This design comes from an exercise in tuning for small area on the open sky130 flow, not from production work.
At most, simulation tests tie the RTL to the original design; equivalence was not proved.
The RTL of run 5 was laid out without a check of its function.
Power and IR drop assume default switching activity.

--- design/flow/config.mk ---
export PLATFORM = sky130hd
export DESIGN_NAME = chk_block
export DESIGN_NICKNAME = chk_block
export VERILOG_FILES = /design/flow/design.v
export SDC_FILE = /design/flow/constraint.sdc
export NUM_CORES = 8
export LEC_CHECK = 0
export CAP_MARGIN = 20
export CORE_MARGIN = 2
export CORE_UTILIZATION = 60
export CTS_BUF_LIST = sky130_fd_sc_hd__clkbuf_8
export CTS_CLUSTER_DIAMETER = 50
export CTS_CLUSTER_SIZE = 20
export PLACE_DENSITY = 0.7
export SLEW_MARGIN = 20
--- design/flow/constraint.sdc ---
create_clock -name core_clock -period 13.0 [get_ports {clk}]
set_input_delay 2.6000 -clock core_clock [delete_from_list [all_inputs] [get_ports {clk}]]
set_output_delay 2.6000 -clock core_clock [all_outputs]
set_load 0.01 [all_outputs]
--- design/flow/design.v ---
module chk_unit (
    input  wire [2:0]  alg,
    input  wire [31:0] state,
    input  wire [8:0]  aux,         
    input  wire [31:0] count,
    input  wire        st_right,    
    input  wire        st_split,    
    input  wire        st_left,     
    input  wire        st_ins31,
    input  wire        st_ins15,
    input  wire        crc_bit,     
    input  wire        crc_r,       
    input  wire        cnt_shift,
    input  wire        cnt_ins,
    input  wire        aux_shift,
    input  wire        aux_ins,
    input  wire        alg_load,
    input  wire [2:0]  alg_in,
    output wire [2:0]  alg_n,
    output reg  [31:0] state_n,
    output wire [8:0]  aux_n,
    output wire [31:0] count_n
);
    wire c16 = (alg[1:0] == 2'd1);           
    wire        fb_r  = crc_r & (state[0] ^ crc_bit);
    wire [31:0] rpoly = alg[0] ? 32'h82F6_3B78 : 32'hEDB8_8320;
    wire        fb_l  = (c16 ? state[15] : state[7]) ^ crc_bit;
    integer i;
    always @(*) begin
        state_n = state;
        if (st_right) begin
            state_n = {st_ins31, state[31:1]} ^ ({32{fb_r}} & {1'b0, rpoly[30:0]});
            if (st_split)
                state_n[15] = st_ins15;
        end else if (st_left) begin
            if (c16)
                state_n[15:0] = {state[14:0], 1'b0} ^ (fb_l ? 16'h1021 : 16'h0000);
            else
                state_n[7:0]  = {state[6:0], 1'b0} ^ (fb_l ? 8'h07 : 8'h00);
        end
    end
    assign count_n = cnt_shift ? {cnt_ins, count[31:1]} : count;
    assign aux_n   = aux_shift ? {aux_ins, aux[8:1]} : aux;
    assign alg_n   = alg_load ? alg_in : alg;
endmodule
module chk_block (
    input  wire        clk,
    input  wire        rst,
    input  wire        flr,
    input  wire        req_valid,
    output wire        req_ready,
    input  wire        req_write,
    input  wire        req_host,
    input  wire [7:0]  req_addr,
    input  wire [31:0] req_wdata,
    output wire        rsp_valid,
    output wire [31:0] rsp_rdata
);
    localparam [2:0] OP_CTRL  = 3'd0;
    localparam [2:0] OP_FEED  = 3'd1;
    localparam [2:0] OP_STATE = 3'd2;
    localparam [2:0] OP_AUX   = 3'd3;
    localparam [2:0] OP_COUNT = 3'd4;
    localparam [2:0] OP_RES   = 3'd5;
    reg [8*3-1:0]  r_alg;
    reg [8*32-1:0] r_state;
    reg [8*9-1:0]  r_aux;
    reg [8*32-1:0] r_count;
    reg [2:0]      ptr;
    wire [2:0]  w_alg   = r_alg[23:21];
    wire [31:0] w_state = r_state[255:224];
    wire [8:0]  w_aux   = r_aux[71:63];
    wire [31:0] w_count = r_count[255:224];
    wire w_fl   = w_alg[2];
    wire w_c32  = !w_alg[2] && w_alg[1];
    wire w_c16  = !w_alg[2] && !w_alg[1] && w_alg[0];
    wire w_c8   = !w_alg[2] && !w_alg[1] && !w_alg[0];
    wire w_pend = w_aux[8];
    reg       sw_pend;
    reg       sw_on;
    reg       sw_all;
    reg [4:0] sw_k;
    always @(posedge clk) begin
        if (rst) begin
            sw_pend <= 1'b0;
            sw_on   <= 1'b1;
            sw_all  <= 1'b1;
            sw_k    <= 5'd0;
        end else if (flr) begin
            sw_pend <= 1'b1;
            sw_all  <= sw_all && (sw_on || sw_pend);
        end else if (sw_pend && ptr == 3'd7) begin
            sw_pend <= 1'b0;
            sw_on   <= 1'b1;
            sw_k    <= 5'd0;
        end else if (sw_on && ptr == 3'd7) begin
            sw_k <= sw_k + 5'd1;
            if (sw_k == 5'd31)
                sw_on <= 1'b0;
        end
    end
    wire sw_hit = sw_on && !rst && !flr && (sw_all || ptr[2]);
    wire       is_unit  = (req_addr[7:6] == 2'b01 || req_addr[7:6] == 2'b10)
                          && (req_addr[3] == 1'b0);
    wire       is_stat  = (req_addr == 8'h00);
    wire [2:0] unit_sel = {req_addr[7], req_addr[5:4]};
    wire [2:0] reg_sel  = req_addr[2:0];
    wire       at_unit  = (ptr == unit_sel);
    wire owned_drop = req_write && is_unit && req_host && !unit_sel[2];
    reg        busy;
    reg [2:0]  op;
    reg [2:0]  f_unit;
    reg [31:0] f_data;
    reg [1:0]  f_nb;       
    reg [6:0]  vc;         
    reg        p0;         
    reg        cc;         
    reg        c1, a1, b1;  
    reg        c2, a2, b2;  
    wire quiet = !sw_pend && !sw_on && !flr && !rst;
    wire vis   = busy && (ptr == f_unit);
    wire res_hold  = !req_write && reg_sel == 3'd6 && w_fl && w_pend;
    wire res_start = quiet && !busy && req_valid && is_unit && at_unit && res_hold;
    wire res_take  = vis && op == OP_RES && vc == 7'd48 && req_valid && is_unit &&
                     at_unit && !req_write && reg_sel == 3'd6;
    assign req_ready = quiet && (!is_unit || owned_drop ||
                                 (req_write ? !busy :
                                  ((!busy && at_unit && !res_hold) || res_take)));
    wire accept  = req_valid && req_ready;
    wire unit_wr = accept && req_write && is_unit && !owned_drop && reg_sel != 3'd6;
    wire [4:0] k  = vc[4:0];
    wire [3:0] kk = vc[3:0];
    wire [2:0] pass = vc[6:4];
    wire       p_eff = (vc == 7'd0) ? w_pend : p0;
    wire [1:0] f_m   = p_eff ? ((f_nb == 2'd2) ? 2'd2 : 2'd1)
                             : ((f_nb == 2'd0) ? 2'd0 : (f_nb == 2'd1) ? 2'd1 : 2'd2);
    reg  [6:0] last;
    always @(*) begin
        case (op)
            OP_CTRL:  last = f_data[31] ? 7'd31 : 7'd0;
            OP_AUX:   last = 7'd8;
            OP_RES:   last = 7'd95;
            OP_FEED:  last = !w_fl ? 7'd31 :
                             (f_m == 2'd0) ? 7'd31 : (f_m == 2'd1) ? 7'd47 : 7'd79;
            default:  last = 7'd31;
        endcase
    end
    always @(posedge clk) begin
        if (rst || (flr && f_unit[2])) begin
            busy <= 1'b0;
        end else if (unit_wr && !busy) begin
            busy   <= 1'b1;
            op     <= (reg_sel == 3'd0) ? OP_CTRL  :
                      (reg_sel == 3'd4) ? OP_STATE :
                      (reg_sel == 3'd5) ? OP_AUX   :
                      (reg_sel == 3'd7) ? OP_COUNT : OP_FEED;
            f_unit <= unit_sel;
            f_data <= req_wdata;
            f_nb   <= (reg_sel == 3'd1) ? 2'd0 : (reg_sel == 3'd2) ? 2'd1 : 2'd2;
            vc     <= 7'd0;
        end else if (res_start) begin
            busy   <= 1'b1;
            op     <= OP_RES;
            f_unit <= unit_sel;
            vc     <= 7'd0;
        end else if (vis) begin
            vc <= vc + 7'd1;
            if (vc == last)
                busy <= 1'b0;
        end
    end
    function stream;
        input [5:0] idx;
        begin
            if (idx[5:3] == 3'd0)
                stream = w_aux[0];
            else
                stream = f_data[idx - 6'd8];
        end
    endfunction
    wire is_res   = (op == OP_RES);
    wire is_fl_op = (op == OP_FEED && w_fl) || is_res;
    wire [1:0] m  = f_m;
    wire s1_on  = is_res ? (pass <= 3'd1 || pass >= 3'd4) : (is_fl_op && (pass < {m, 1'b0}));
    wire s1_add = s1_on && !pass[0];
    wire s2_on  = is_res ? (pass != 3'd0 && pass != 3'd5)
                         : (is_fl_op && (pass != 3'd0) && (pass <= {m, 1'b0}));
    wire s2_add = s2_on && pass[0];
    wire undo   = is_res && (pass >= 3'd3);
    wire [5:0] lo  = is_res ? 6'd0 : ({5'b00000, ~p_eff} + {3'b000, pass[2:1], 1'b0});
    wire       o1  = ((is_res && kk[3]) ? 1'b0 : sbit) ^ undo;
    wire x1 = w_state[0];
    wire x2 = w_state[16];
    wire kz = (kk == 4'd0);
    wire c1_in = kz ? (s1_add ? 1'b0 : c1) : c1;
    wire z1    = kz ? (a1 & (b1 ^ c1)) : a1;
    wire y1    = !s1_on ? x1 :
                 s1_add ? (x1 ^ o1 ^ c1_in) :
                 (z1 ? (undo & p0) : (x1 ^ c1_in));
    wire o2    = y1 ^ undo;
    wire c2_in = kz ? (s2_add ? 1'b0 : c2) : c2;
    wire z2    = kz ? (a2 & (b2 ^ c2)) : a2;
    wire y2    = !s2_on ? x2 :
                 s2_add ? (x2 ^ o2 ^ c2_in) :
                 (z2 ? (undo & cc) : (x2 ^ c2_in));
    always @(posedge clk) begin
        if (vis) begin
            if (s1_on) begin
                c1 <= s1_add ? ((x1 & o1) | (x1 & c1_in) | (o1 & c1_in)) : (x1 & c1_in);
                if (s1_add) begin
                    if (kz) b1 <= y1;
                    a1 <= (kk == 4'd1) ? y1 : (a1 & y1);
                end else
                    a1 <= z1;
            end
            if (s2_on) begin
                c2 <= s2_add ? ((x2 & o2) | (x2 & c2_in) | (o2 & c2_in)) : (x2 & c2_in);
                if (s2_add) begin
                    if (kz) b2 <= y2;
                    a2 <= (kk == 4'd1) ? y2 : (a2 & y2);
                end else
                    a2 <= z2;
            end
        end
    end
    wire [2:0] alg_next = (f_data[2:0] <= 3'd4) ? f_data[2:0] : w_alg;
    wire       init_bit = (alg_next == 3'd2 || alg_next == 3'd3) ||
                          (alg_next == 3'd1 && !k[4]);
    wire       in_width = w_c8 ? (k[4:3] == 2'b00) : w_c16 ? !k[4] : 1'b1;
    wire       crc_step = (op == OP_FEED) && !w_fl && ({1'b0, k} < ({3'b000, f_nb} == 6'd0 ? 6'd8 :
                                                        {3'b000, f_nb} == 6'd1 ? 6'd16 : 6'd32));
    wire       crc_d    = sbit;
    wire       cnt_add  = (k == {3'b000, f_nb}) || (f_nb == 2'd2 && k == 5'd2 && 1'b0);
    wire       nbit     = (f_nb == 2'd0) ? (k == 5'd0) : (f_nb == 2'd1) ? (k == 5'd1) : (k == 5'd2);
    wire       cc_in    = (k == 5'd0) ? 1'b0 : cc;
    wire       cx       = w_count[0];
    always @(posedge clk)
        if (vis) begin
            if (is_res) begin
                if (pass == 3'd1)
                    cc <= (kz ? 1'b1 : cc) & x2;
            end else
                cc <= (cx & nbit) | (cx & cc_in) | (nbit & cc_in);
        end
    always @(posedge clk)
        if (vis && (is_res ? (pass == 3'd0) : (vc == 7'd0)))
            p0 <= is_res ? ((kz ? 1'b1 : p0) & x1) : w_pend;
    wire       pend_f  = p_eff ^ (f_nb == 2'd0);
    wire [2:0] f_n     = (f_nb == 2'd0) ? 3'd1 : (f_nb == 2'd1) ? 3'd2 : 3'd4;
    wire [2:0] byte_f  = f_n - {2'b00, !pend_f};
    wire       aux_fl  = (kk == 4'd8) ? pend_f : sbit;
    wire       fl_aux  = (pass == 3'd1);
    wire [5:0] sidx    = is_fl_op ? (fl_aux ? {byte_f, kk[2:0]}
                                            : ({lo[2:0], 3'b000} + {2'b00, kk}))
                                  : ({1'b0, k ^ {2'b00, {3{crc_step && !w_c32}}}} + 6'd8);
    wire       sbit    = stream(sidx);
    wire       fd_k    = sbit;
    reg st_right, st_split, st_left, st_ins31, st_ins15;
    reg cnt_shift, cnt_ins, aux_shift, aux_ins, alg_load;
    reg [2:0] alg_in;
    reg crc_r, crc_bit;
    always @(*) begin
        st_right = 1'b0; st_split = 1'b0; st_left = 1'b0;
        st_ins31 = 1'b0; st_ins15 = 1'b0;
        cnt_shift = 1'b0; cnt_ins = 1'b0;
        aux_shift = 1'b0; aux_ins = 1'b0;
        alg_load = 1'b0; alg_in = alg_next;
        crc_r = 1'b0; crc_bit = crc_d;
        if (sw_hit) begin
            st_right  = 1'b1; st_ins31 = 1'b1;
            cnt_shift = 1'b1; cnt_ins  = 1'b0;
            aux_shift = (sw_k <= 5'd8); aux_ins = 1'b0;
            alg_load  = 1'b1; alg_in   = 3'd2;
        end else if (vis) begin
            case (op)
                OP_CTRL: begin
                    alg_load = (vc == 7'd0);
                    if (f_data[31]) begin
                        st_right  = 1'b1; st_ins31 = init_bit;
                        cnt_shift = 1'b1; cnt_ins  = 1'b0;
                        aux_shift = (k <= 5'd8); aux_ins = 1'b0;
                    end
                end
                OP_STATE: begin
                    st_right = 1'b1;
                    st_ins31 = in_width ? fd_k : w_state[0];
                end
                OP_AUX: begin
                    aux_shift = 1'b1; aux_ins = fd_k;
                end
                OP_COUNT: begin
                    cnt_shift = 1'b1; cnt_ins = fd_k;
                end
                OP_FEED: begin
                    cnt_shift = 1'b1;
                    cnt_ins   = cx ^ nbit ^ cc_in;
                    if (w_fl) begin
                        st_right  = 1'b1; st_split = 1'b1;
                        st_ins31  = y2;   st_ins15 = y1;
                        aux_shift = (vc <= 7'd8) || (fl_aux && kk <= 4'd8);
                        aux_ins   = fl_aux ? aux_fl : w_aux[0];
                        cnt_shift = (vc <= 7'd31);
                    end else if (crc_step) begin
                        if (w_c32) begin
                            st_right = 1'b1; crc_r = 1'b1;
                            st_ins31 = w_state[0] ^ crc_d;
                        end else
                            st_left = 1'b1;
                    end
                end
                default: begin  
                    st_right  = 1'b1; st_split = 1'b1;
                    st_ins31  = y2;   st_ins15 = y1;
                    aux_shift = (pass == 3'd0 || pass == 3'd4) && kk <= 4'd8;
                    aux_ins   = w_aux[0];
                end
            endcase
        end
    end
    wire [2:0]  n_alg;
    wire [31:0] n_state;
    wire [8:0]  n_aux;
    wire [31:0] n_count;
    chk_unit unit (
        .alg       (w_alg),
        .state     (w_state),
        .aux       (w_aux),
        .count     (w_count),
        .st_right  (st_right),
        .st_split  (st_split),
        .st_left   (st_left),
        .st_ins31  (st_ins31),
        .st_ins15  (st_ins15),
        .crc_bit   (crc_bit),
        .crc_r     (crc_r),
        .cnt_shift (cnt_shift),
        .cnt_ins   (cnt_ins),
        .aux_shift (aux_shift),
        .aux_ins   (aux_ins),
        .alg_load  (alg_load),
        .alg_in    (alg_in),
        .alg_n     (n_alg),
        .state_n   (n_state),
        .aux_n     (n_aux),
        .count_n   (n_count)
    );
    always @(posedge clk) begin
        r_alg   <= {r_alg[20:0],    n_alg};
        r_state <= {r_state[223:0], n_state};
        r_aux   <= {r_aux[62:0],    n_aux};
        r_count <= {r_count[223:0], n_count};
        if (rst)
            ptr <= 3'd0;
        else
            ptr <= ptr + 3'd1;
    end
    reg bad_alg_flag;
    reg unit_owned_flag;
    wire status_clr = accept && req_write && is_stat;
    wire bad_alg    = unit_wr && reg_sel == 3'd0 && (req_wdata[2:0] > 3'd4);
    always @(posedge clk) begin
        if (rst) begin
            bad_alg_flag    <= 1'b0;
            unit_owned_flag <= 1'b0;
        end else begin
            if (bad_alg)
                bad_alg_flag <= 1'b1;
            else if (status_clr && req_wdata[1])
                bad_alg_flag <= 1'b0;
            if (accept && owned_drop)
                unit_owned_flag <= 1'b1;
            else if (status_clr && req_wdata[0])
                unit_owned_flag <= 1'b0;
        end
    end
    wire sel_s  = is_unit && (reg_sel == 3'd4 || reg_sel == 3'd6);
    wire inv    = w_c32 && reg_sel[1];
    wire sel_c  = is_unit && reg_sel == 3'd7;
    wire sel_a  = is_unit && reg_sel == 3'd5;
    wire sel_g  = is_unit && reg_sel == 3'd0;
    wire en_mid = sel_s && !w_c8;
    wire en_hi  = sel_s && !w_c8 && !w_c16;
    wire [31:0] s_en  = {{16{en_hi}}, {8{en_mid}}, {8{sel_s}}};
    wire [31:0] rd_small = {23'd0, w_aux & {9{sel_a}}} | {29'd0, w_alg & {3{sel_g}}} |
                        {30'd0, {bad_alg_flag, unit_owned_flag} & {2{is_stat}}};
    assign rsp_valid = accept && !req_write;
    assign rsp_rdata = ((w_state ^ {32{inv}}) & s_en) | (w_count & {32{sel_c}}) | rd_small;
endmodule
--- design/flow/flow/run.sh ---
#!/bin/bash
# Own flow: the standard layout, with the synthesis's ABC step run with an
# area-oriented script instead of the speed script. Everything else in the
# synthesis (synth_recipe.tcl and ORFS's synth.tcl) is unchanged, so the
# registers keep the names and cell types the standard synthesis gives them.
set -euo pipefail
W=$(pwd)
R="balance; rewrite; refactor; balance; rewrite; rewrite -z; balance; refactor -z; rewrite -z; balance"
cat > "$W/area_abc.script" <<EOS
strash
$R
$R
dch
amap
topo
EOS
cat > "$W/area_synth.tcl" <<EOS
rename abc my_orig_abc
proc abc {args} {
  set i [lsearch -exact \$args -script]
  if { \$i >= 0 } { lset args [expr {\$i + 1}] {$W/area_abc.script} }
  my_orig_abc {*}\$args
}
source {$W/synth_recipe.tcl}
EOS
sed "s#$W/synth_recipe.tcl#$W/area_synth.tcl#" standard.sh > "$W/area_standard.sh"
grep -q area_synth.tcl "$W/area_standard.sh"
bash "$W/area_standard.sh" finish > "$W/flow_make.log" 2>&1
--- design/flow/standard.sh ---
#!/bin/bash
# synth_recipe.tcl (not shown) runs the flow's synth.tcl, then flattens the netlist and writes it again
# the make line also repeats each setting of config.mk as NAME=value (left out here)
make -C /OpenROAD-flow-scripts/flow DESIGN_CONFIG=/design/flow/config.mk WORK_HOME=/design/flow/orfs CLKGATE_MAP_FILE= SYNTH_SCRIPT=/design/flow/synth_recipe.tcl "${@:-finish}"
==> run notes, run 1 <==
run status: aborted with a tool error
Failed at: synthesis (1_2_yosys)
Tool Error: ERROR: TCL interpreter returned an error: can't rename "abc": command doesn't exist
Yosys warnings: 2
==> run 2: changes to the inputs <==
--- a/design/flow/flow/run.sh
+++ b/design/flow/flow/run.sh
@@ -17,3 +17,2 @@
 cat > "$W/area_synth.tcl" <<EOS
-rename abc my_orig_abc
 proc abc {args} {
@@ -21,3 +20,3 @@
   if { \$i >= 0 } { lset args [expr {\$i + 1}] {$W/area_abc.script} }
-  my_orig_abc {*}\$args
+  yosys abc {*}\$args
 }
==> run notes, run 2 <==
Setup WS post-layout: 4.66 ns
Port Buffer Count: 79
syn_nets: 1461
dpl cell area: 19500 µm²
Total Wirelength: 34500 µm
VDD IR max: 0.117 mV
Setup-failing EPs final: 0
Req. time, crit path: 10.40 ns
Hold Crit Class: flip-flop to flip-flop
most frequent cell after synthesis: dfxtp_1
R2R cell count: 33
Resized Gates After CTS: 0
Critical Path, Cell by Cell: clkdlybuf4s50_1 -> clkinv_1 -> ha_1 -> nand2b_1 -> nor3_1 -> buf_4 -> o21ai_1 -> buf_4 -> o21ai_0 -> clkinv_1 -> o22ai_1 -> clkdlybuf4s50_1
# hold bufs at CTS: 0
DR vias/cell: 5.37
sequential fraction of the synthesis area: 77.9%
fillers: 2133
synth unique cells: 42
largest net degree at the start of global routing: 39
reg2reg setup slack: 5.11 ns
post-synthesis instance total: 1389
commonest non-fill, non-tap cells in the layout: dfxtp_1, clkinv_1, o22ai_1, nor2_1, clkdlybuf4s50_1
Pwr Total: 0.00364 W
Slew Viols, Final: 0
Hold Crit Start: r_count[89]$_DFF_P_
worst skew pair latency: 0.60 ns
fmax: 120 MHz
Crit Path Class: input port to output port
Clock Path Buffers: 3
Worst-path clk slew: 0.11 ns
initial antenna violation count: 1
initial DRC count: 835
LEAKAGE: 7.83 nW
R2R Path Start: op[1]$_SDFFCE_PP0P_
Final ANT Viol Nets: 0
crit-path max FO: 17
grt ovf: 0
layout cells sized above 1: 5.54%
crit path time final: 8.34 ns
fin area: 20400 µm²
residual DRC count: 0
routability cong.: 0.899
hold depth: 0
drt pass-1 iters: 5
Setup Buffers After CTS: 0
Tcrit/Tclk final: 64.2%
# clock sinks: 677
Place WS: 4.66 ns
mean post-synth cell area: 13.0 µm²
Synth area leaders: dfxtp_1, edfxtp_1, o22ai_1, clkinv_1, a22oi_1
Inst Count DP: 1873
ANT cells: 0
dpl hpwl: 23300 µm
Seq cells post-synth: 677
CTS Root Cell: clkbuf_8
Row Count: 63
WL per Instance: 17.7 µm
Buf/Inv on CP: 6
Layout area overhead: 12.6%
power density over the cells: 178 nW/µm²
full die area: 31600 µm²
crit path DAT: 5.74 ns
nets: 1602
Regs by FF count: r_count (256), r_state (256), r_aux (72)
Most used DFF post-synth: dfxtp_1
total CTS buffers: 45
number of enable flip-flop cells after synthesis: 55
total number of vias: 10400
Initial Util: 61.0%
vias in the first global route: 9930
largest area contributor in the netlist: dfxtp_1
clock skew: 0.0177 ns
slowest stage delay, CP: 0.56 ns
Least-Margin Pin Slew: 0.994 ns
Worst R2R End: r_state[31]$_DFF_P_
first-pass GRT wire length: 53000 µm
CP max-delay cell: clkdlybuf4s50_1
Yosys top cell area share: 68.7%
CTS tree: done
Tot GR Track Use: 21.8%
worst hold endpoint: r_count[121]$_DFF_P_
run status: no timing/DRC/antenna violations (was aborted with a tool error)
setup TNS: 0 ns
Non-Filler Instances: 1943
Die Y-Extent: 178 µm
Synth top cells by count: dfxtp_1, clkinv_1, o22ai_1
CP top delay family: buffers and inverters
max_slew headroom: 33.3%
Yosys warnings: 2 (unchanged)
RSZ-0062 raised after global routing: false
core footprint: 29700 µm²
element type at the critical path end: output port
async set or reset register ratio after synthesis: 0%
Max-Cap Viols: 0
commonest non-fill, non-tap cell in the layout: dfxtp_1
die width: 178 µm
Hold Fails Final Rpt: 0
Mapped Area: 18100 µm²
H-tree depth: 2
startpoint types: input port
I/O pin cnt: 80
-- run 2: how the worst max path moves through the flow --
stage / from / depth (start not counted) / end / slack (ns)
floorplan: req_addr[1] / 5 / rsp_rdata[3] / 4.03
global placement: req_addr[7] / 12 / rsp_rdata[15] / 4.75
detailed placement: req_addr[7] / 12 / rsp_rdata[14] / 4.66
CTS: req_addr[7] / 12 / rsp_rdata[14] / 4.66
global route: req_addr[7] / 11 / rsp_rdata[11] / 4.34
finish: req_addr[7] / 12 / rsp_rdata[14] / 4.66
-- run 2: logic make-up (layout without fill, tap and decap cells) --
family / count (synthesis) / after routing / synth area share (%)
AOI/OAI and AO/OA: 329 / 329 / 12.2
and+or+nand+nor: 195 / 195 / 4.67
xor gates and xnor gates: 1 / 1 / 0.0484
DFF: 677 / 677 / 77.9
adders and majority gates: 26 / 26 / 1.92
buffers and inverters: 161 / 325 / 3.34
-- run 2: metrics by stage --
stage          hold slack, ns  util [%]
3_3_place_gp            0.310      65.7
5_1_grt                 0.333      68.7
4_1_cts                 0.323      68.7
6_report                0.324      68.7
2_1_floorplan           0.310         -
3_5_place_dp            0.312      65.7
-- run 2: routing by layer --
metal | vias up | GRT usage [%] | routed length, µm
met1 | 4885 | 31.7 | 16900
met4 | 2 | 7.21 | 843
met2 | 325 | 33.4 | 15100
li1 | 5152 | - | -
met5 | - | 0 | 13
met3 | 65 | 3.34 | 1630
-- run 2: area by class of cell --
cell class                 count  area, µm²  area share (%)
inverter                     161        604            2.96
sequential                   677      14100            69.1
clock buffer                  49        674            3.30
clock inverter                21        210            1.03
timing repair buffer          94        903            4.43
multi-input combinational    551       3420            16.8
tap                          390        488            2.39
-- run 2: where the power goes --
group | internal (W) | switching (W)
clock network | 0.000388 | 0.000631
logic | 0.0000684 | 0.000101
registers | 0.00238 | 0.0000781
==> run 3: changes to the inputs <==
--- a/design/flow/flow/run.sh
+++ b/design/flow/flow/run.sh
@@ -26,2 +26,3 @@
 grep -q area_synth.tcl "$W/area_standard.sh"
+export CTS_ARGS="-sink_clustering_enable -repair_clock_nets -sink_clustering_size 20 -sink_clustering_max_diameter 50 -buf_list sky130_fd_sc_hd__clkbuf_8 -dont_use_dummy_load"
 bash "$W/area_standard.sh" finish > "$W/flow_make.log" 2>&1
==> run notes, run 3 <==
crit path time final: 8.35 ns (was 8.34 ns)
Max-Cap Viols: 0 (unchanged)
DR vias/cell: 5.41 (was 5.37)
XOR/XNOR Fraction of Synth Area: 0.0483% (unchanged)
worst hold slack: 0.286 ns (was 0.324 ns)
routability cong.: 0.899 (unchanged)
Mapped Area: 18100 µm² (unchanged)
combinational share of power: 4.8% (was 4.6%)
element type at the critical path end: output port (unchanged)
hold depth: 0 (unchanged)
Slew Viols, Final: 0 (unchanged)
largest area contributor in the netlist: dfxtp_1 (unchanged)
H-tree depth: 2 (unchanged)
Port Buffer Count: 79 (unchanged)
sequential fraction of the synthesis area: 77.9% (unchanged)
initial antenna violation count: 1 (unchanged)
most frequent cell after synthesis: dfxtp_1 (unchanged)
Hold Fails Final Rpt: 0 (unchanged)
Crit Path Class: input port to output port (unchanged)
WL per Instance: 17.9 µm (was 17.7 µm)
clock skew: 0.0869 ns (was 0.0177 ns)
I/O pin cnt: 80 (unchanged)
Pwr Total: 0.00350 W (was 0.00364 W)
dpl hpwl: 23300 µm (unchanged)
Seq cells post-synth: 677 (unchanged)
post-synthesis adder-cell area fraction: 1.92% (unchanged)
CP top delay family: buffers and inverters (unchanged)
Regs by FF count: r_count (256), r_state (256), r_aux (72) (unchanged)
startpoint types: input port (unchanged)
syn_nets: 1461 (unchanged)
LEAKAGE: 7.69 nW (was 7.83 nW)
residual DRC count: 0 (unchanged)
Layout area overhead: 11.2% (was 12.6%)
Tot GR Track Use: 21.6% (was 21.8%)
grt ovf: 0 (unchanged)
layout cells sized above 1: 4.19% (was 5.54%)
nets: 1602 (unchanged)
Setup Buffers After CTS: 0 (unchanged)
die width: 178 µm (unchanged)
Clock Path Buffers: 3 (unchanged)
clock group share of total power: 25.0% (was 28.0%)
vias in the first global route: 9834 (was 9930)
synth unique cells: 42 (unchanged)
Yosys warnings: 2 (unchanged)
Total Wirelength: 34200 µm (was 34500 µm)
post-synthesis instance total: 1389 (unchanged)
Tcrit/Tclk final: 64.2% (about the same)
Setup-failing EPs final: 0 (unchanged)
CTS tree: done (unchanged)
register share of total power: 70.1% (was 67.4%)
run status: no timing/DRC/antenna violations (unchanged)
worst skew pair latency: 0.60 ns (about the same)
total CTS buffers: 45 (unchanged)
max_slew headroom: 34.3% (was 33.3%)
crit path DAT: 5.75 ns (was 5.74 ns)
ANT cells: 0 (unchanged)
setup TNS: 0 ns (unchanged)
post-synthesis simple-gate area fraction: 4.67% (unchanged)
Final ANT Viol Nets: 0 (unchanged)
first-pass GRT wire length: 52600 µm (was 53000 µm)
Yosys top cell area share: 68.7% (unchanged)
# hold bufs at CTS: 0 (unchanged)
Critical Path, Cell by Cell: clkdlybuf4s50_1 -> clkinv_1 -> ha_1 -> nand2b_1 -> nor3_1 -> buf_4 -> o21ai_1 -> buf_4 -> o21ai_0 -> clkinv_1 -> o22ai_1 -> clkdlybuf4s50_1 (unchanged)
crit-path max FO: 17 (unchanged)
total number of vias: 10400 (about the same)
internal power: 0.00276 W (was 0.00283 W)
Hold Crit Class: flip-flop to flip-flop (unchanged)
slowest stage delay, CP: 0.56 ns (about the same)
CP Depth: 12 (unchanged)
RSZ-0062 raised after global routing: false (unchanged)
R2R cell count: 33 (unchanged)
initial DRC count: 775 (was 835)
Synth top cells by count: dfxtp_1, clkinv_1, o22ai_1 (unchanged)
Resized Gates After CTS: 0 (unchanged)
number of enable flip-flop cells after synthesis: 55 (unchanged)
Worst-path clk slew: 0.11 ns (about the same)
CP max-delay cell: clkdlybuf4s50_1 (unchanged)
Most used DFF post-synth: dfxtp_1 (unchanged)
Least-Margin Pin Slew: 0.979 ns (was 0.994 ns)
Buf/Inv on CP: 6 (unchanged)
async set or reset register ratio after synthesis: 0% (unchanged)
sw frac: 21.2% (was 22.2%)
# clock sinks: 677 (unchanged)
main combinational cell family by area after synthesis: compound AO/OA/AOI/OAI gates (unchanged)
Psw: 0.000741 W (was 0.000810 W)
core footprint: 29700 µm² (unchanged)
power density over the cells: 174 nW/µm² (was 178 nW/µm²)
VDD IR max: 0.115 mV (was 0.117 mV)
Die Y-Extent: 178 µm (unchanged)
CTS Root Cell: clkbuf_8 (unchanged)
commonest non-fill, non-tap cell in the layout: dfxtp_1 (unchanged)
Row Count: 63 (unchanged)
post-synthesis mux area share: 0% (unchanged)
full die area: 31600 µm² (unchanged)
commonest non-fill, non-tap cells in the layout: dfxtp_1, clkinv_1, o22ai_1, nor2_1, clkdlybuf4s50_1 (unchanged)
mean post-synth cell area: 13.0 µm² (unchanged)
Synth area leaders: dfxtp_1, edfxtp_1, o22ai_1, clkinv_1, a22oi_1 (unchanged)
drt pass-1 iters: 6 (was 5)
fmax: 120 MHz (about the same)
Initial Util: 61.0% (unchanged)
Req. time, crit path: 10.40 ns (about the same)
post-synthesis compound-gate area fraction: 12.2% (unchanged)
largest net degree at the start of global routing: 39 (unchanged)
-- run 3: cell counts after synthesis --
Identical to the previous run, type by type.
-- run 3: per-layer routing --
metal	global-route usage, %	share of wire (%)
met1	31.6	49
met2	32.8	43
met3	3.28	4.6
met4	7.45	3.0
met5	0	0.038
-- run 3: cell type report --
type,instances,area [µm²]
Multi-Input combinational cell,551,3420
Inverter,161,604
Timing Repair Buffer,94,903
Clock buffer,45,619
Tap cell,390,488
Sequential cell,677,14100
Fill cell,2167,9580
-- run 3: path summary, 6_finish.rpt --
path | startpoint | end | slack, ns
max | req_addr[7] | rsp_rdata[14] | 4.65
max reg2reg | op[1]$_SDFFCE_PP0P_ | r_state[31]$_DFF_P_ | 5.09
min reg2reg | r_count[89]$_DFF_P_ | r_count[121]$_DFF_P_ | 0.29
min | r_count[89]$_DFF_P_ | r_count[121]$_DFF_P_ | 0.29
-- run 3: cells by family (layout without fill, tap and decap cells) --
family,after synthesis,in the layout
buffers and inverters,161,300
AND/OR/NAND/NOR,195,195
adder cells (fa/ha/maj),26,26
flip-flops,677,677
XOR/XNOR,1,1
AO/OA/AOI/OAI,329,329
-- run 3: power groups by stage --
stage / combinational (W) / sequential, W / clock [W]
2_1_floorplan: 0.0000989 / 0.00247 / 0
3_3_place_gp: 0.000164 / 0.00249 / 0
3_5_place_dp: 0.000167 / 0.00250 / 0
4_1_cts: 0.000168 / 0.00246 / 0.000902
5_1_grt: 0.000185 / 0.00248 / 0.000976
6_report: 0.000169 / 0.00245 / 0.000875
-- run 3: metrics by stage --
stage	std cells	instance area, µm²	worst slack (ns)	util [%]
3_5_place_dp	1873	19500	4.66	65.7
6_report	1918	20100	4.65	67.8
5_1_grt	1918	20100	4.34	67.8
3_3_place_gp	1873	19500	4.75	65.7
4_1_cts	1918	20100	4.66	67.8
2_1_floorplan	1389	18100	4.03	-
-- run 3: worst register-to-register path, delay by kind of cell (launching register included) --
kind	cells	cell delay, ns
compound gates	21	3.80
fa+ha+maj	2	0.97
buf+inv	5	1.39
flops	1	0.46
simple gates	5	1.18
==> run 4: changes to the inputs <==
--- a/design/flow/flow/run.sh
+++ b/design/flow/flow/run.sh
@@ -26,2 +26,3 @@
 grep -q area_synth.tcl "$W/area_standard.sh"
+export BUFFER_PORTS_ARGS="-buffer_cell sky130_fd_sc_hd__buf_1"
 export CTS_ARGS="-sink_clustering_enable -repair_clock_nets -sink_clustering_size 20 -sink_clustering_max_diameter 50 -buf_list sky130_fd_sc_hd__clkbuf_8 -dont_use_dummy_load"
==> run notes, run 4 <==
Regs by FF count: r_count (256), r_state (256), r_aux (72) (unchanged)
crit path DAT: 5.34 ns (was 5.75 ns)
Hold Crit Class: flip-flop to flip-flop (unchanged)
Seq cells post-synth: 677 (unchanged)
grt ovf: 0 (unchanged)
register share of total power: 70.5% (was 70.1%)
number of enable flip-flop cells after synthesis: 55 (unchanged)
drt pass-1 iters: 5 (was 6)
power density over the cells: 177 nW/µm² (was 174 nW/µm²)
setup TNS: 0 ns (unchanged)
crit path time final: 7.94 ns (was 8.35 ns)
clock group share of total power: 25.1% (was 25.0%)
Least-Margin Pin Slew: 0.997 ns (was 0.979 ns)
initial antenna violation count: 0 (was 1)
sw frac: 21.2% (about the same)
fillers: 2250 (was 2167)
Setup Buffers After CTS: 0 (unchanged)
# clock sinks: 677 (unchanged)
sequential cell area: 14100 µm² (unchanged)
Setup-failing EPs final: 0 (unchanged)
Mapped Area: 18100 µm² (unchanged)
ANT cells: 0 (unchanged)
largest net degree at the start of global routing: 39 (unchanged)
layout cells sized above 1: 4.13% (was 4.19%)
Layout area overhead: 8.41% (was 11.2%)
Crit Path Class: input port to output port (unchanged)
post-synthesis instance total: 1389 (unchanged)
Pwr Total: 0.00348 W (was 0.00350 W)
syn_nets: 1461 (unchanged)
async set or reset register ratio after synthesis: 0% (unchanged)
worst skew pair latency: 0.61 ns (was 0.60 ns)
Final ANT Viol Nets: 0 (unchanged)
Port Buffer Count: 79 (unchanged)
Max-Cap Viols: 0 (unchanged)
total CTS buffers: 45 (unchanged)
WL per Instance: 17.4 µm (was 17.9 µm)
most frequent cell after synthesis: dfxtp_1 (unchanged)
residual DRC count: 0 (unchanged)
mean post-synth cell area: 13.0 µm² (unchanged)
Req. time, crit path: 10.40 ns (about the same)
Tcrit/Tclk final: 61.0% (was 64.2%)
# hold bufs at CTS: 0 (unchanged)
die width: 178 µm (unchanged)
H-tree depth: 2 (unchanged)
CTS Root Cell: clkbuf_8 (unchanged)
Total Wirelength: 33400 µm (was 34200 µm)
Clock Path Buffers: 3 (unchanged)
startpoint types: input port (unchanged)
routability cong.: 0.928 (was 0.899)
Psw: 0.000738 W (was 0.000741 W)
Layout Utilization: 66.1% (was 67.8%)
vias in the first global route: 9983 (was 9834)
LEAKAGE: 7.48 nW (was 7.69 nW)
Hold Fails Final Rpt: 0 (unchanged)
Most used DFF post-synth: dfxtp_1 (unchanged)
internal power: 0.00274 W (was 0.00276 W)
commonest non-fill, non-tap cells in the layout: dfxtp_1, clkinv_1, o22ai_1, nor2_1, buf_1 (was dfxtp_1, clkinv_1, o22ai_1, nor2_1, clkdlybuf4s50_1)
total number of vias: 10300 (was 10400)
run status: no timing/DRC/antenna violations (unchanged)
CTS tree: done (unchanged)
nets: 1600 (was 1602)
first-pass GRT wire length: 52700 µm (was 52600 µm)
Yosys top cell area share: 68.7% (unchanged)
combinational share of power: 4.4% (was 4.8%)
commonest non-fill, non-tap cell in the layout: dfxtp_1 (unchanged)
sequential fraction of the synthesis area: 77.9% (unchanged)
Worst-path clk slew: 0.11 ns (about the same)
clock skew: 0.109 ns (was 0.0869 ns)
Initial Util: 61.0% (unchanged)
RSZ-0062 raised after global routing: false (unchanged)
initial DRC count: 842 (was 775)
synth unique cells: 42 (unchanged)
element type at the critical path end: output port (unchanged)
DR vias/cell: 5.38 (was 5.41)
I/O pin cnt: 80 (unchanged)
Synth area leaders: dfxtp_1, edfxtp_1, o22ai_1, clkinv_1, a22oi_1 (unchanged)
max_slew headroom: 33.1% (was 34.3%)
dpl hpwl: 22900 µm (was 23300 µm)
crit-path max FO: 33 (was 17)
Resized Gates After CTS: 0 (unchanged)
VDD IR max: 0.117 mV (was 0.115 mV)
Die Y-Extent: 178 µm (unchanged)
area of the multi-input gates: 3430 µm² (was 3420 µm²)
fmax: 126 MHz (was 120 MHz)
Synth top cells by count: dfxtp_1, clkinv_1, o22ai_1 (unchanged)
Yosys warnings: 2 (unchanged)
Row Count: 63 (unchanged)
full die area: 31600 µm² (unchanged)
largest area contributor in the netlist: dfxtp_1 (unchanged)
core footprint: 29700 µm² (unchanged)
Tot GR Track Use: 21.5% (was 21.6%)
Slew Viols, Final: 0 (unchanged)
run 4: cell count changes in the layout (fill, tap and decap cells not counted):
cell             previous run  this run
buf_1                       0        79
clkdlybuf4s50_1            79         0
buf_4                      15        13
o2111ai_1                   2         1
o2111ai_2                   0         1
run 4: per-layer routing:
layer  share of wire, %  track usage, %  wire length, µm  vias to the layer above
met5                  0               0                0                        -
met3                5.2            3.64             1750                       82
li1                   -               -                -                     5099
met2                 42            32.7            14100                      290
met1                 49            30.9            16400                     4836
met4                3.4            8.16             1150                        0
run 4: per-stage QoR:
stage | worst slack, ns | hold WS (ns) | instances | instance area (µm²)
floorplan | 4.03 | 0.310 | 1389 | 18100
global placement | 5.20 | 0.310 | 1871 | 19000
detailed placement | 4.96 | 0.312 | 1871 | 19000
CTS | 5.05 | 0.265 | 1916 | 19600
global route | 4.16 | 0.254 | 1916 | 19600
finish | 5.06 | 0.263 | 1916 | 19600
run 4: final cells by class:
class	instances	area share (%)
Clock buffer	45	3.15
Inverter	161	3.08
Multi-Input combinational cell	551	17.5
Sequential cell	677	71.8
Tap cell	390	2.48
Timing Repair Buffer	92	2.01
run 4: power groups by stage:
stage / logic, W / clock network (W) / registers [W]
after CTS: 0.000152 / 0.000902 / 0.00246
final: 0.000153 / 0.000875 / 0.00245
after detailed placement: 0.000151 / 0 / 0.00250
after floorplan: 0.0000989 / 0 / 0.00247
after global placement: 0.000148 / 0 / 0.00249
after global routing: 0.000170 / 0.000974 / 0.00248
run 4: critical path: stages:
cell	delay, ns
buf_1	0.14
clkinv_1	0.16
nor3_2	0.17
buf_4	0.37
clkinv_1	0.88
o221ai_1	0.62
o221ai_1	0.20
buf_1	0.16
run 4: path summary, 6_finish.rpt:
kind | startpoint | endpoint | slack [ns] | cells after the start
hold reg to reg | r_alg[18]$_DFF_P_ | r_alg[21]$_DFF_P_ | 0.26 | 0
hold / removal | r_alg[18]$_DFF_P_ | r_alg[21]$_DFF_P_ | 0.26 | 0
setup / recovery | req_addr[1] | rsp_rdata[6] | 5.06 | 8
setup reg to reg | op[0]$_SDFFCE_PN1P_ | r_state[31]$_DFF_P_ | 5.07 | 33
run 4: kinds of logic (layout without fill, tap and decap cells):
logic type	Yosys count	count (layout)	synth area share, %
AOI/OAI and AO/OA	329	329	12.2
xor gates and xnor gates	1	1	0.0484
adders and majority gates	26	26	1.92
buffers and inverters	161	298	3.34
DFF	677	677	77.9
and+or+nand+nor	195	195	4.67
==> run 5: changes to the inputs <==
--- a/design/flow/design.v
+++ b/design/flow/design.v
@@ -91,3 +91,3 @@
             sw_all  <= sw_all && (sw_on || sw_pend);
-        end else if (sw_pend && ptr == 3'd7) begin
+        end else if (sw_pend && ptr == 3'd7 && !(busy && f_unit[2])) begin
             sw_pend <= 1'b0;
@@ -117,4 +117,5 @@
     reg        cc;         
-    reg        c1, a1, b1;  
-    reg        c2, a2, b2;  
+    reg        c1, a1;      
+    reg        c2, a2;      
+    reg        ab;          
     wire quiet = !sw_pend && !sw_on && !flr && !rst;
@@ -123,7 +124,5 @@
     wire res_start = quiet && !busy && req_valid && is_unit && at_unit && res_hold;
-    wire res_take  = vis && op == OP_RES && vc == 7'd48 && req_valid && is_unit &&
-                     at_unit && !req_write && reg_sel == 3'd6;
-    assign req_ready = quiet && (!is_unit || owned_drop ||
-                                 (req_write ? !busy :
-                                  ((!busy && at_unit && !res_hold) || res_take)));
+    wire res_resp  = vis && op == OP_RES && vc == 7'd48;
+    assign req_ready = quiet && (req_write ? (!is_unit || owned_drop || !busy)
+                                           : (!busy && (!is_unit || at_unit)));
     wire accept  = req_valid && req_ready;
@@ -148,3 +147,3 @@
     always @(posedge clk) begin
-        if (rst || (flr && f_unit[2])) begin
+        if (rst || (flr && f_unit[2] && (op != OP_RES || vc > 7'd48))) begin
             busy <= 1'b0;
@@ -167,3 +166,3 @@
             vc <= vc + 7'd1;
-            if (vc == last)
+            if (vc == last || (res_resp && ab))
                 busy <= 1'b0;
@@ -171,2 +170,7 @@
     end
+    always @(posedge clk)
+        if (!busy)
+            ab <= 1'b0;
+        else if (flr && f_unit[2])
+            ab <= 1'b1;
     function stream;
@@ -195,3 +199,3 @@
     wire c1_in = kz ? (s1_add ? 1'b0 : c1) : c1;
-    wire z1    = kz ? (a1 & (b1 ^ c1)) : a1;
+    wire z1    = kz ? (a1 & (x1 ^ c1)) : a1;
     wire y1    = !s1_on ? x1 :
@@ -201,3 +205,3 @@
     wire c2_in = kz ? (s2_add ? 1'b0 : c2) : c2;
-    wire z2    = kz ? (a2 & (b2 ^ c2)) : a2;
+    wire z2    = kz ? (a2 & (x2 ^ c2)) : a2;
     wire y2    = !s2_on ? x2 :
@@ -209,6 +213,5 @@
                 c1 <= s1_add ? ((x1 & o1) | (x1 & c1_in) | (o1 & c1_in)) : (x1 & c1_in);
-                if (s1_add) begin
-                    if (kz) b1 <= y1;
+                if (s1_add)
                     a1 <= (kk == 4'd1) ? y1 : (a1 & y1);
-                end else
+                else
                     a1 <= z1;
@@ -217,6 +220,5 @@
                 c2 <= s2_add ? ((x2 & o2) | (x2 & c2_in) | (o2 & c2_in)) : (x2 & c2_in);
-                if (s2_add) begin
-                    if (kz) b2 <= y2;
+                if (s2_add)
                     a2 <= (kk == 4'd1) ? y2 : (a2 & y2);
-                end else
+                else
                     a2 <= z2;
@@ -252,6 +254,8 @@
     wire       fl_aux  = (pass == 3'd1);
-    wire [5:0] sidx    = is_fl_op ? (fl_aux ? {byte_f, kk[2:0]}
-                                            : ({lo[2:0], 3'b000} + {2'b00, kk}))
-                                  : ({1'b0, k ^ {2'b00, {3{crc_step && !w_c32}}}} + 6'd8);
-    wire       sbit    = stream(sidx);
+    wire [1:0] lo_m1   = lo[1:0] - 2'd1 + {1'b0, kk[3]};
+    wire [1:0] bf_m1   = byte_f[1:0] - 2'd1;
+    wire [4:0] fidx    = is_fl_op ? (fl_aux ? {bf_m1, kk[2:0]} : {lo_m1, kk[2:0]})
+                                  : (k ^ {2'b00, {3{crc_step && !w_c32}}});
+    wire       use_aux = is_fl_op && (fl_aux ? (byte_f == 3'd0) : (lo[2:0] == 3'd0 && !kk[3]));
+    wire       sbit    = use_aux ? w_aux[0] : f_data[fidx];
     wire       fd_k    = sbit;
@@ -375,7 +379,8 @@
     end
-    wire sel_s  = is_unit && (reg_sel == 3'd4 || reg_sel == 3'd6);
-    wire inv    = w_c32 && reg_sel[1];
-    wire sel_c  = is_unit && reg_sel == 3'd7;
-    wire sel_a  = is_unit && reg_sel == 3'd5;
-    wire sel_g  = is_unit && reg_sel == 3'd0;
+    wire rq     = !res_resp;
+    wire sel_s  = (rq && is_unit && (reg_sel == 3'd4 || reg_sel == 3'd6)) || res_resp;
+    wire inv    = rq && w_c32 && reg_sel[1];
+    wire sel_c  = rq && is_unit && reg_sel == 3'd7;
+    wire sel_a  = rq && is_unit && reg_sel == 3'd5;
+    wire sel_g  = rq && is_unit && reg_sel == 3'd0;
     wire en_mid = sel_s && !w_c8;
@@ -384,4 +389,4 @@
     wire [31:0] rd_small = {23'd0, w_aux & {9{sel_a}}} | {29'd0, w_alg & {3{sel_g}}} |
-                        {30'd0, {bad_alg_flag, unit_owned_flag} & {2{is_stat}}};
-    assign rsp_valid = accept && !req_write;
+                        {30'd0, {bad_alg_flag, unit_owned_flag} & {2{rq && is_stat}}};
+    assign rsp_valid = (accept && !req_write && !res_start) || res_resp;
     assign rsp_rdata = ((w_state ^ {32{inv}}) & s_en) | (w_count & {32{sel_c}}) | rd_small;
==> run notes, run 5 <==
dpl hpwl: 23500 µm (was 22900 µm)
Setup-failing EPs final: 0 (unchanged)
Most used DFF post-synth: dfxtp_1 (unchanged)
Req. time, crit path: 10.40 ns (about the same)
Max-Cap Viols: 0 (unchanged)
element type at the critical path end: output port (unchanged)
Pwr Total: 0.00348 W (about the same)
VDD IR max: 0.0874 mV (was 0.117 mV)
startpoint types: input port (unchanged)
combinational share of power: 4.7% (was 4.4%)
Setup Buffers After CTS: 0 (unchanged)
synth unique cells: 44 (was 42)
largest net degree at the start of global routing: 38 (was 39)
Tot GR Track Use: 21.7% (was 21.5%)
Total Wirelength: 33700 µm (was 33400 µm)
Yosys warnings: 2 (unchanged)
crit path DAT: 5.46 ns (was 5.34 ns)
Row Count: 63 (unchanged)
full die area: 31500 µm² (was 31600 µm²)
Critical Path, Cell by Cell: buf_1 -> clkinv_1 -> ha_1 -> nand2b_1 -> nor2_1 -> a21oi_1 -> clkinv_1 -> nand2_1 -> o32ai_1 -> buf_1 (was buf_1 -> clkinv_1 -> nor3_2 -> buf_4 -> clkinv_1 -> o221ai_1 -> o221ai_1 -> buf_1)
Mapped Area: 18100 µm² (about the same)
fillers: 2272 (was 2250)
reg2reg setup slack: 5.06 ns (was 5.07 ns)
WL per Instance: 17.4 µm (about the same)
core footprint: 29600 µm² (was 29700 µm²)
CTS Root Cell: clkbuf_8 (unchanged)
Critical Path Source: req_addr[7] (was req_addr[1])
Slew Viols, Final: 0 (unchanged)
mean post-synth cell area: 12.9 µm² (was 13.0 µm²)
Resized Gates After CTS: 0 (unchanged)
worst hold slack: 0.285 ns (was 0.263 ns)
setup TNS: 0 ns (unchanged)
Yosys top cell area share: 69.0% (was 68.7%)
Worst-path clk slew: 0.11 ns (about the same)
fmax: 124 MHz (was 126 MHz)
RSZ-0062 raised after global routing: false (unchanged)
async set or reset register ratio after synthesis: 0% (unchanged)
die width: 178 µm (about the same)
Hold Fails Final Rpt: 0 (unchanged)
drt pass-1 iters: 8 (was 5)
Inst Count DP: 1887 (was 1871)
Final ANT Viol Nets: 0 (unchanged)
internal power: 0.00274 W (about the same)
R2R Path Start: f_nb[0]$_SDFFCE_PN0P_ (was op[0]$_SDFFCE_PN1P_)
Die Y-Extent: 178 µm (about the same)
DR vias/cell: 5.43 (was 5.38)
total number of vias: 10500 (was 10300)
clock group share of total power: 24.7% (was 25.1%)
grt ovf: 0 (unchanged)
R2R cell count: 35 (was 33)
max_slew headroom: 32.2% (was 33.1%)
Hold Crit Class: flip-flop to flip-flop (unchanged)
Seq cells post-synth: 676 (was 677)
run status: no timing/DRC/antenna violations (unchanged)
power density over the cells: 177 nW/µm² (about the same)
total CTS buffers: 44 (was 45)
most frequent cell after synthesis: dfxtp_1 (unchanged)
register share of total power: 70.6% (was 70.5%)
syn_nets: 1469 (was 1461)
post-synthesis instance total: 1405 (was 1389)
Synth area leaders: dfxtp_1, edfxtp_1, o22ai_1, clkinv_1, nor2_1 (was dfxtp_1, edfxtp_1, o22ai_1, clkinv_1, a22oi_1)
first-pass GRT wire length: 52500 µm (was 52700 µm)
CTS tree: done (unchanged)
Regs by FF count: r_count (256), r_state (256), r_aux (72) (unchanged)
nets: 1607 (was 1600)
# hold bufs at CTS: 0 (unchanged)
largest area contributor in the netlist: dfxtp_1 (unchanged)
crit path time final: 8.06 ns (was 7.94 ns)
initial DRC count: 660 (was 842)
Non-Filler Instances: 1931 (was 1916)
CP max-delay cell: nand2_1 (was clkinv_1)
Clock Path Buffers: 3 (unchanged)
I/O pin cnt: 80 (unchanged)
Place WS: 5.05 ns (was 4.96 ns)
Crit Path Class: input port to output port (unchanged)
number of enable flip-flop cells after synthesis: 53 (was 55)
Synth top cells by count: dfxtp_1, clkinv_1, nor2_1 (was dfxtp_1, clkinv_1, o22ai_1)
slowest stage delay, CP: 0.71 ns (was 0.88 ns)
worst skew pair latency: 0.58 ns (was 0.61 ns)
layout cells sized above 1: 3.96% (was 4.13%)
initial antenna violation count: 1 (was 0)
Tcrit/Tclk final: 62.0% (was 61.0%)
H-tree depth: 2 (unchanged)
commonest non-fill, non-tap cells in the layout: dfxtp_1, clkinv_1, nor2_1, o22ai_1, buf_1 (was dfxtp_1, clkinv_1, o22ai_1, nor2_1, buf_1)
crit-path max FO: 16 (was 33)
# clock sinks: 676 (was 677)
vias in the first global route: 10000 (was 9983)
Initial Util: 61.0% (about the same)
Layout area overhead: 8.48% (was 8.41%)
residual DRC count: 0 (unchanged)
Worst R2R End: r_state[31]$_DFF_P_ (unchanged)
routability cong.: 0.918 (was 0.928)
Setup WS post-layout: 4.94 ns (was 5.06 ns)
commonest non-fill, non-tap cell in the layout: dfxtp_1 (unchanged)
ANT cells: 0 (unchanged)
LEAKAGE: 7.41 nW (was 7.48 nW)
Psw: 0.000740 W (was 0.000738 W)
clock skew: 0.0828 ns (was 0.109 ns)
Critical Path Sink: rsp_rdata[25] (was rsp_rdata[6])
Port Buffer Count: 79 (unchanged)
sequential fraction of the synthesis area: 77.8% (was 77.9%)
sw frac: 21.3% (was 21.2%)
Least-Margin Pin Slew: 1.01 ns (was 0.997 ns)
-- run 5: cell count changes after synthesis, sizes merged, moves of 5 or more --
cell	previous run	this run
a22oi	54	25
ha	23	15
nand2	37	45
nor2	97	122
nor3	23	17
o221ai	19	24
o32ai	9	26
or4	0	8
-- run 5: cell families (layout without fill, tap and decap cells) --
kind of cell / after synthesis / after routing / share of synthesized area (%)
and+or+nand+nor: 228 / 228 / 5.42
adders and majority gates: 18 / 18 / 1.37
DFF: 676 / 676 / 77.8
buffers and inverters: 165 / 301 / 3.43
AOI/OAI and AO/OA: 318 / 318 / 12.0
-- run 5: how the worst min path moves through the flow --
stage / endpoint / cells past startpoint / from
2_1_floorplan: r_alg[10]$_DFF_P_ / 0 / r_alg[7]$_DFF_P_
3_3_place_gp: r_aux[41]$_DFF_P_ / 0 / r_aux[32]$_DFF_P_
3_5_place_dp: r_alg[4]$_DFF_P_ / 0 / r_alg[1]$_DFF_P_
4_1_cts: r_count[58]$_DFF_P_ / 0 / r_count[26]$_DFF_P_
5_1_grt: r_count[58]$_DFF_P_ / 0 / r_count[26]$_DFF_P_
6_report: r_count[61]$_DFF_P_ / 0 / r_count[29]$_DFF_P_
-- run 5: critical path, delay by kind of cell --
family | cells | cell delay (ns)
AOI/OAI and AO/OA | 2 | 0.69
adders and majority gates | 1 | 0.28
buffers and inverters | 4 | 0.86
and+or+nand+nor | 3 | 1.02
-- run 5: per-stage QoR --
stage,utilization (%),instance area [µm²]
after floorplan,-,18100
after global placement,64.0,19000
after detailed placement,64.1,19000
after CTS,66.2,19600
after global routing,66.2,19600
final,66.2,19600
-- run 5: cell type report --
type	instances	area, µm²	area share (%)
Multi-Input combinational cell	564	3430	17.5
Timing Repair Buffer	92	414	2.11
Clock buffer	44	606	3.09
Tap cell	390	488	2.49
Inverter	165	619	3.16
Sequential cell	676	14100	71.7
-- run 5: power groups by stage --
stage,sequential (W),clock (W),combinational (W)
after floorplan,0.00247,0,0.000101
after global placement,0.00249,0,0.000155
after detailed placement,0.00251,0,0.000159
after CTS,0.00246,0.000889,0.000161
after global routing,0.00249,0.000969,0.000178
final,0.00246,0.000860,0.000162
-- run 5: metal layers --
layer | vias to the layer above | track usage (%) | part of all wire [%]
met4 | 2 | 8.33 | 3.4
met3 | 82 | 3.90 | 5.6
li1 | 5159 | - | -
met1 | 4930 | 30.8 | 48
met5 | - | 0 | 0.039
met2 | 319 | 33.4 | 43
==> run 6: changes to the inputs <==
--- a/design/flow/design.v
+++ b/design/flow/design.v
@@ -135,13 +135,5 @@
                              : ((f_nb == 2'd0) ? 2'd0 : (f_nb == 2'd1) ? 2'd1 : 2'd2);
-    reg  [6:0] last;
-    always @(*) begin
-        case (op)
-            OP_CTRL:  last = f_data[31] ? 7'd31 : 7'd0;
-            OP_AUX:   last = 7'd8;
-            OP_RES:   last = 7'd95;
-            OP_FEED:  last = !w_fl ? 7'd31 :
-                             (f_m == 2'd0) ? 7'd31 : (f_m == 2'd1) ? 7'd47 : 7'd79;
-            default:  last = 7'd31;
-        endcase
-    end
+    wire [2:0] last_pass = (op == OP_RES) ? 3'd5 :
+                           (op == OP_FEED && w_fl && f_m != 2'd0) ? {f_m == 2'd2, f_m == 2'd1, 1'b0} : 3'd1;
+    wire       last = (kk == 4'd15) && (pass == last_pass);
     always @(posedge clk) begin
@@ -166,3 +158,3 @@
             vc <= vc + 7'd1;
-            if (vc == last || (res_resp && ab))
+            if (last || (res_resp && ab))
                 busy <= 1'b0;
@@ -292,3 +284,3 @@
                 OP_AUX: begin
-                    aux_shift = 1'b1; aux_ins = fd_k;
+                    aux_shift = (k <= 5'd8); aux_ins = fd_k;
                 end
==> run notes, run 6 <==
R2R Path Start: vc[4]$_SDFFCE_PP0P_ (was f_nb[0]$_SDFFCE_PN0P_)
Layout area overhead: 8.64% (was 8.48%)
GRT met1 Usage: 31.4% (was 30.8%)
Total Wirelength: 33800 µm (was 33700 µm)
most frequent cell after synthesis: dfxtp_1 (unchanged)
nets: 1612 (was 1607)
CTS tree: done (unchanged)
GRT Max-Usage Layer: met2 (unchanged)
Tcrit/Tclk final: 61.4% (was 62.0%)
LEAKAGE: 7.41 nW (about the same)
routability cong.: 0.915 (was 0.918)
Setup-failing EPs final: 0 (unchanged)
WL per Instance: 17.4 µm (about the same)
sequential cell area: 14100 µm² (unchanged)
Synth top cells by count: dfxtp_1, clkinv_1, nor2_1 (unchanged)
# hold bufs at CTS: 0 (unchanged)
Least-Margin Pin Slew: 1.02 ns (was 1.01 ns)
syn_nets: 1472 (was 1469)
Resized Gates After CTS: 0 (unchanged)
reg2reg setup slack: 5.06 ns (about the same)
post-synthesis compound-gate area fraction: 11.6% (was 12.0%)
die width: 177 µm (was 178 µm)
crit path time final: 7.98 ns (was 8.06 ns)
ANT cells: 0 (unchanged)
slowest stage delay, CP: 0.81 ns (was 0.71 ns)
Pwr Total: 0.00350 W (was 0.00348 W)
residual DRC count: 0 (unchanged)
Hold Crit Start: r_alg[2]$_DFF_P_ (was r_count[29]$_DFF_P_)
clock skew: 0.108 ns (was 0.0828 ns)
sequential fraction of the synthesis area: 77.9% (was 77.8%)
Setup Buffers After CTS: 0 (unchanged)
Mapped Area: 18000 µm² (was 18100 µm²)
Final ANT Viol Nets: 0 (unchanged)
post-synthesis adder-cell area fraction: 1.37% (about the same)
Critical Path, Cell by Cell: buf_1 -> clkinv_1 -> ha_1 -> nand2b_1 -> nor2_1 -> a21oi_1 -> or2_0 -> o21a_1 -> a221oi_1 -> nor2_1 -> o21ai_0 -> buf_1 (was buf_1 -> clkinv_1 -> ha_1 -> nand2b_1 -> nor2_1 -> a21oi_1 -> clkinv_1 -> nand2_1 -> o32ai_1 -> buf_1)
hold depth: 0 (unchanged)
Worst R2R End: r_state[31]$_DFF_P_ (unchanged)
Tot GR Track Use: 21.7% (about the same)
element type at the critical path end: output port (unchanged)
total number of vias: 10400 (was 10500)
Synth area leaders: dfxtp_1, edfxtp_1, o22ai_1, clkinv_1, nor2_1 (unchanged)
number of enable flip-flop cells after synthesis: 53 (unchanged)
area of the multi-input gates: 3390 µm² (was 3430 µm²)
Critical Path Source: req_addr[7] (unchanged)
main combinational cell family by area after synthesis: compound AO/OA/AOI/OAI gates (unchanged)
Crit Path Class: input port to output port (unchanged)
Die Y-Extent: 177 µm (was 178 µm)
commonest non-fill, non-tap cell in the layout: dfxtp_1 (unchanged)
synth unique cells: 45 (was 44)
setup TNS: 0 ns (unchanged)
DR vias/cell: 5.38 (was 5.43)
Regs by FF count: r_count (256), r_state (256), r_aux (72) (unchanged)
fillers: 2337 (was 2272)
XOR/XNOR Fraction of Synth Area: 0% (unchanged)
Hold Crit Class: flip-flop to flip-flop (unchanged)
power density over the cells: 178 nW/µm² (was 177 nW/µm²)
worst hold endpoint: r_alg[5]$_DFF_P_ (was r_count[61]$_DFF_P_)
Port Buffer Count: 79 (unchanged)
largest net degree at the start of global routing: 38 (unchanged)
startpoint types: input port (unchanged)
I/O pin cnt: 80 (unchanged)
post-synthesis mux area share: 0% (unchanged)
Initial Util: 60.9% (was 61.0%)
layout cells sized above 1: 4.20% (was 3.96%)
RSZ-0062 raised after global routing: false (unchanged)
run status: no timing/DRC/antenna violations (unchanged)
H-tree depth: 2 (unchanged)
CTS Root Cell: clkbuf_8 (unchanged)
Hold Fails Final Rpt: 0 (unchanged)
grt ovf: 0 (unchanged)
Seq cells post-synth: 676 (unchanged)
max_slew headroom: 31.8% (was 32.2%)
core footprint: 29600 µm² (unchanged)
drt pass-1 iters: 5 (was 8)
post-synthesis instance total: 1408 (was 1405)
dpl hpwl: 22900 µm (was 23500 µm)
fmax: 125 MHz (was 124 MHz)
VDD IR max: 0.0944 mV (was 0.0874 mV)
Slew Viols, Final: 0 (unchanged)
Most used DFF post-synth: dfxtp_1 (unchanged)
crit-path max FO: 10 (was 16)
Row Count: 63 (unchanged)
Clock Path Buffers: 3 (unchanged)
full die area: 31500 µm² (about the same)
mean post-synth cell area: 12.8 µm² (was 12.9 µm²)
# clock sinks: 676 (unchanged)
CP max-delay cell: a21oi_1 (was nand2_1)
crit path DAT: 5.38 ns (was 5.46 ns)
met2 usage: 34.0% (was 33.4%)
initial DRC count: 628 (was 660)
worst skew pair latency: 0.62 ns (was 0.58 ns)
R2R cell count: 31 (was 35)
async set or reset register ratio after synthesis: 0% (unchanged)
total CTS buffers: 46 (was 44)
met3 Use GR: 3.04% (was 3.90%)
Max-Cap Viols: 0 (unchanged)
Req. time, crit path: 10.40 ns (about the same)
largest area contributor in the netlist: dfxtp_1 (unchanged)
first-pass GRT wire length: 53200 µm (was 52500 µm)
Yosys warnings: 2 (unchanged)
Yosys top cell area share: 69.1% (was 69.0%)
vias in the first global route: 10100 (was 10000)
initial antenna violation count: 0 (was 1)
post-synthesis simple-gate area fraction: 5.68% (was 5.42%)
commonest non-fill, non-tap cells in the layout: dfxtp_1, clkinv_1, nor2_1, o22ai_1, buf_1 (unchanged)
Worst-path clk slew: 0.11 ns (about the same)
run 6: changes by cell type after synthesis, sizes merged, moves of 5 or more:
cell / previous run / this run
nor2: 122 / 138
nand2: 45 / 30
a22oi: 25 / 11
o21ai: 48 / 57
o221ai: 24 / 17
a221oi: 9 / 15
a21oi: 20 / 25
run 6: cells by family (layout without fill, tap and decap cells):
kind of cell	Yosys count	after routing
buf+inv	165	303
simple gates	235	235
fa+ha+maj	18	18
compound gates	314	314
flops	676	676
run 6: where the power goes:
part / total [W] / switching (W) / internal, W
combinational: 0.000154 / 0.0000999 / 0.0000539
sequential: 0.00245 / 0.0000797 / 0.00237
clock: 0.000888 / 0.000569 / 0.000318
total: 0.00350 / 0.000749 / 0.00275
run 6: cell type report:
| type | instances | share of cell area (%) |
|---|---|---|
| multi-input combinational | 567 | 17.3 |
| clock buffer | 46 | 3.23 |
| sequential | 676 | 71.7 |
| timing repair buffer | 92 | 2.11 |
| inverter | 165 | 3.16 |
| tap | 390 | 2.49 |
run 6: worst max path at each step:
| stage | to | slack, ns | cells past startpoint |
|---|---|---|---|
| 2_1_floorplan | rsp_rdata[2] | 2.91 | 6 |
| 3_3_place_gp | rsp_rdata[8] | 4.87 | 9 |
| 3_5_place_dp | rsp_rdata[8] | 5.05 | 12 |
| 4_1_cts | rsp_rdata[8] | 5.03 | 12 |
| 5_1_grt | r_state[31]$_DFF_P_ | 4.43 | 31 |
| 6_report | rsp_rdata[8] | 5.02 | 12 |
run 6: routing by layer:
layer	vias to the layer above	wire, µm
met5	-	0
met4	0	919
met3	66	1650
met2	285	15000
met1	4936	16200
li1	5138	-
run 6: worst max-delay path, delay by kind of cell:
kind	cells	cell delay, ns
AOI/OAI and AO/OA	4	1.41
adders and majority gates	1	0.30
and+or+nand+nor	4	0.63
buffers and inverters	3	0.43
run 6: metrics by stage:
step	instances	area, µm²	hold WS (ns)	setup WS, ns	utilization, %
finish	1936	19600	0.269	5.02	66.2
global route	1936	19600	0.268	4.43	66.2
CTS	1936	19600	0.275	5.03	66.2
detailed placement	1890	19000	0.312	5.05	64.0
global placement	1889	18900	0.310	4.87	63.9
floorplan	1408	18000	0.310	2.91	-

==> afterwards: timing with drivers on the ports <==
In the flow no input, the clock included, has a driving cell. The finished layouts below were timed again as built, in two steps. Step 1 (the two cells are an assumption about what drives the block):
set clk [get_ports {clk}]
set_driving_cell -lib_cell sky130_fd_sc_hd__clkbuf_16 $clk
set_driving_cell -lib_cell sky130_fd_sc_hd__buf_2 [delete_from_list [all_inputs] $clk]
Step 2 moves the port delays by t, midway between the first and last clock arrival at a register: inputs arrive t later, outputs are due t later. That takes back most of the time a late clock gives input paths. Slacks: ideal ports / drivers / drivers and shift; pairs: ideal ports / drivers.
run	t (ns)	slack for setup (ns)	worst hold slack (ns)	worst slew at a driven data input, ns	pins driven straight from the clock port
run 2	0.645	4.655 / 4.632 / 4.632	0.324 / 0.324 / 0.324	0.04	1
run 3	0.611	4.650 / 4.627 / 4.627	0.286 / 0.286 / 0.286	0.04	1
run 4	0.610	5.064 / 5.042 / 5.042	0.263 / 0.263 / 0.263	0.03	1
run 5	0.585	4.937 / 4.914 / 4.914	0.285 / 0.285 / 0.285	0.05	1
run 6	0.616	5.021 / 5.000 / 5.000	0.269 / 0.269 / 0.269	0.04	1
After both steps setup and hold are still met in every run listed.
